Context: an optimization exercise on an open-source flow, tuned for small area, a short achievable clock period and few clock cycles per item. The choices shown serve that exercise and are no tape-out recipe.
Where RTL was checked, it was by simulation tests only, not by an equivalence proof against the original.
No activity file was given, so power comes from the tool's default toggle rates.

==> flow/design.v <==
module kg9_divider (
    input  wire        clk,
    input  wire        rst,
    input  wire        start,
    input  wire        sgn,
    input  wire [63:0] a,
    input  wire [63:0] b,
    output reg         ready,
    output reg         done,
    output wire [63:0] q,
    output wire [63:0] r,
    output reg         exc
);
    reg st_idle, st_s1, st_it, st_f1;
    reg [63:0] R;       
    reg [63:0] E;       
    reg [63:0] Q;       
    reg [6:0]  na, nb;  
    reg [5:0]  cnt;     
    reg        a_neg, b_neg;
    reg        x;       
    reg        inv;     
    reg [7:0]  zg;      
    reg        first;   
    reg        ex;      
    assign q = Q;
    assign r = R;
    reg  xc;                    
    wire neg_q = ~x;
    wire fill  = ~a_neg;        
    function [6:0] bitlen(input [63:0] v);
        integer i;
        begin
            bitlen = 7'd0;
            for (i = 0; i < 64; i = i + 1)
                if (v[i]) bitlen = i + 1;
        end
    endfunction
    wire in_a_neg = sgn & a[63];
    wire in_b_neg = sgn & b[63];
    wire [7:0] dn = {1'b0, na} - {1'b0, nb};
    wire [5:0] sh = dn[5:0];            
    wire       b_zero = (nb == 7'd0);
    wire       q_zero = dn[7];
    wire       s1_exit = b_zero | q_zero;
    reg  [64:0] kg, kp, kgn, kpn;
    integer kl, kk;
    always @* begin
        kg = {R & E, xc};
        kp = {R ^ E, 1'b0};
        for (kl = 0; kl < 7; kl = kl + 1) begin
            kgn = kg; kpn = kp;
            for (kk = 0; kk < 65; kk = kk + 1)
                if (kk >= (1 << kl)) begin
                    kgn[kk] = kg[kk] | (kp[kk] & kg[kk - (1 << kl)]);
                    kpn[kk] = kp[kk] & kp[kk - (1 << kl)];
                end
            kg = kgn; kp = kpn;
        end
    end
    wire [64:0] sum = {kg[64], (R ^ E) ^ kg[63:0]};
    wire        fits = sum[64] ^ a_neg;
    wire [7:0]  sum_nz;
    genvar gi;
    generate
        for (gi = 0; gi < 8; gi = gi + 1) begin : g_nz
            assign sum_nz[gi] = |sum[8*gi+7:8*gi];
        end
    endgenerate
    wire        last_zero = (zg == 8'd0);
    reg         m1;
    wire        evp = ~first & last_zero & a_neg & ~ex;
    wire use_c = neg_q & (sum[63] ^ ~a_neg);
    reg [63:0] eal;
    integer si;
    always @* begin
        eal = E ^ {64{x}};
        for (si = 0; si < 6; si = si + 1)
            if (sh[si]) eal = (eal << (1 << si)) | ({64{x}} & ((64'd1 << (1 << si)) - 64'd1));
    end
    wire newbit = ((ex | evp) ? 1'b0 : fits) ^ inv;
    wire last   = (cnt == 6'd0);
    wire fin = (st_s1 & s1_exit) | (st_it & last & ~a_neg) | st_f1;
    always @(posedge clk) begin
        if (rst) begin
            st_idle <= 1'b1;
            ready <= 1'b1;
            st_s1 <= 1'b0; st_it <= 1'b0; st_f1 <= 1'b0;
            done <= 1'b0;
        end else begin
            done    <= fin;
            ready   <= (ready & ~start) | fin;
            st_idle <= (st_idle & ~start) | fin;
            st_s1   <= st_idle & start;
            st_it   <= (st_s1 & ~s1_exit) | (st_it & ~last);
            st_f1   <= st_it & last & a_neg;
        end
    end
    always @(posedge clk) begin
        if (st_idle) begin
            R <= a;
            E <= b;
            a_neg <= in_a_neg;
            b_neg <= in_b_neg;
            x <= ~(in_a_neg ^ in_b_neg);
            xc <= ~(in_a_neg ^ in_b_neg);
            na <= bitlen(in_a_neg ? {~a[62:0], 1'b1} : a);
            nb <= bitlen(in_b_neg ? (~b | 64'd1) : b);
        end
        if (st_s1) begin
            cnt <= sh;
            ex  <= 1'b0;
            zg  <= sum_nz;
            first <= 1'b1;
            inv <= use_c;
            exc <= b_zero;
            if (s1_exit) begin
                Q <= 64'd0;
            end else begin
                Q <= {64{use_c}};
                if (use_c) R <= sum[63:0];
                E <= eal;
            end
        end
        if (st_it) begin
            begin
                if (first) m1 <= last_zero & a_neg & ~b_neg;
                if (fits) R <= sum[63:0];
                Q <= {Q[62:1], Q[0] ^ evp, newbit};
                zg <= sum_nz;
                first <= 1'b0;
                if (evp) ex <= 1'b1;
                if (!last) begin
                    E <= {fill, E[63:1]};
                    cnt <= cnt - 6'd1;
                end
            end
        end
        if (st_f1) begin
            if (ex | evp) R <= sum[63:0];
            Q <= m1 ? {64{1'b1}} : {Q[63:1], Q[0] ^ evp};
            exc <= b_neg & Q[63];
        end
    end
endmodule
==> flow/config.mk <==
export PLATFORM = sky130hd
export DESIGN_NAME = kg9_divider
export DESIGN_NICKNAME = kg9_divider
export VERILOG_FILES = /design/flow/design.v
export SDC_FILE = /design/flow/constraint.sdc
export NUM_CORES = 4
export LEC_CHECK = 0
export CAP_MARGIN = 20
export CORE_MARGIN = 2
export CORE_UTILIZATION = 40
export SETUP_SLACK_MARGIN = 4.0
export SLEW_MARGIN = 20
==> flow/constraint.sdc <==
create_clock -name core_clock -period 8.0 [get_ports {clk}]
set_input_delay 1.6000 -clock core_clock [delete_from_list [all_inputs] [get_ports {clk}]]
set_output_delay 1.6000 -clock core_clock [all_outputs]
set_load 0.01 [all_outputs]
run.sh (not shown) runs the stock make flow with config.mk's settings and CLKGATE_MAP_FILE= SYNTH_SCRIPT=/design/flow/synth_recipe.tcl, a recipe that flattens the netlist after the stock synthesis.
Testbench counts at the start, summed over its fixed seeds: cycles 56,892, ops 3,200.
Edit:
--- a/flow/design.v
+++ b/flow/design.v
@@ -6,5 +6,5 @@
     input  wire [63:0] a,
     input  wire [63:0] b,
-    output reg         ready,
+    output wire        ready,
     output reg         done,
     output wire [63:0] q,
@@ -24,4 +24,5 @@
     reg        first;   
     reg        ex;      
+    assign ready = st_idle;
     assign q = Q;
     assign r = R;
@@ -81,18 +82,39 @@
     wire newbit = ((ex | evp) ? 1'b0 : fits) ^ inv;
     wire last   = (cnt == 6'd0);
-    wire fin = (st_s1 & s1_exit) | (st_it & last & ~a_neg) | st_f1;
     always @(posedge clk) begin
         if (rst) begin
             st_idle <= 1'b1;
-            ready <= 1'b1;
             st_s1 <= 1'b0; st_it <= 1'b0; st_f1 <= 1'b0;
             done <= 1'b0;
         end else begin
-            done    <= fin;
-            ready   <= (ready & ~start) | fin;
-            st_idle <= (st_idle & ~start) | fin;
-            st_s1   <= st_idle & start;
-            st_it   <= (st_s1 & ~s1_exit) | (st_it & ~last);
-            st_f1   <= st_it & last & a_neg;
+            done <= 1'b0;
+            if (st_idle && start) begin
+                st_idle <= 1'b0;
+                st_s1 <= 1'b1;
+            end
+            if (st_s1) begin
+                st_s1 <= 1'b0;
+                if (s1_exit) begin
+                    done <= 1'b1;
+                    st_idle <= 1'b1;
+                end else begin
+                    st_it <= 1'b1;
+                end
+            end
+            if (st_it) begin
+                if (last && !a_neg) begin
+                    done <= 1'b1;
+                    st_it <= 1'b0;
+                    st_idle <= 1'b1;
+                end else if (last) begin
+                    st_it <= 1'b0;
+                    st_f1 <= 1'b1;
+                end
+            end
+            if (st_f1) begin
+                done <= 1'b1;
+                st_f1 <= 1'b0;
+                st_idle <= 1'b1;
+            end
         end
     end
First-iteration DRC count went up by a little under a tenth.
Sequential share of layout area went down by 0.39 points.
Routed wire length stays flat.
Die area is about the same.
Register-to-register slack degrades by 0.11 ns.
Clock skew is about the same.
Non-clock buffer count stays the same.
Total power rises slightly.
Setup slack got worse by 0.11 ns.
Clock power rises by roughly a tenth.
Via count came out lower slightly.
The RTL of the second run of this note was laid out without a check of its function.

what the ideal ports hide:
The flow's constraints put no driver on any port. The routed layouts listed below were extracted and timed again, unchanged, in two steps.
Step 1 (the two cells are an assumption about what drives the block):
set clk [get_ports {clk}]
set_driving_cell -lib_cell sky130_fd_sc_hd__clkbuf_16 $clk
set_driving_cell -lib_cell sky130_fd_sc_hd__buf_2 [delete_from_list [all_inputs] $clk]
Step 2 adds t to the input delays and takes it off the output delays; t is the mean of the earliest and latest rising clock arrival at the registers after step 1. Input paths then give back, and output paths get back, about the clock's delay inside the block.
a / b / c = ideal / step 1 / step 2; a / b = the first two.
| run | t, ns | setup WS [ns] | clock arrival spread, ns | slew at the worst register clock pin (ns) | cell pins on the clock port's net |
|---|---|---|---|---|---|
| the first run | 0.648 | 4.021 / 4.021 / 3.578 | 0.019 / 0.018 | 0.07 / 0.07 | 1 |
| the second run | 0.650 | 3.911 / 3.911 / 3.486 | 0.020 / 0.020 | 0.07 / 0.07 | 1 |
After both steps setup and hold are still met in every run listed. The setup slack of the first run, which loses most, moves by 0.000 ns with the drivers and by -0.443 ns with both steps.
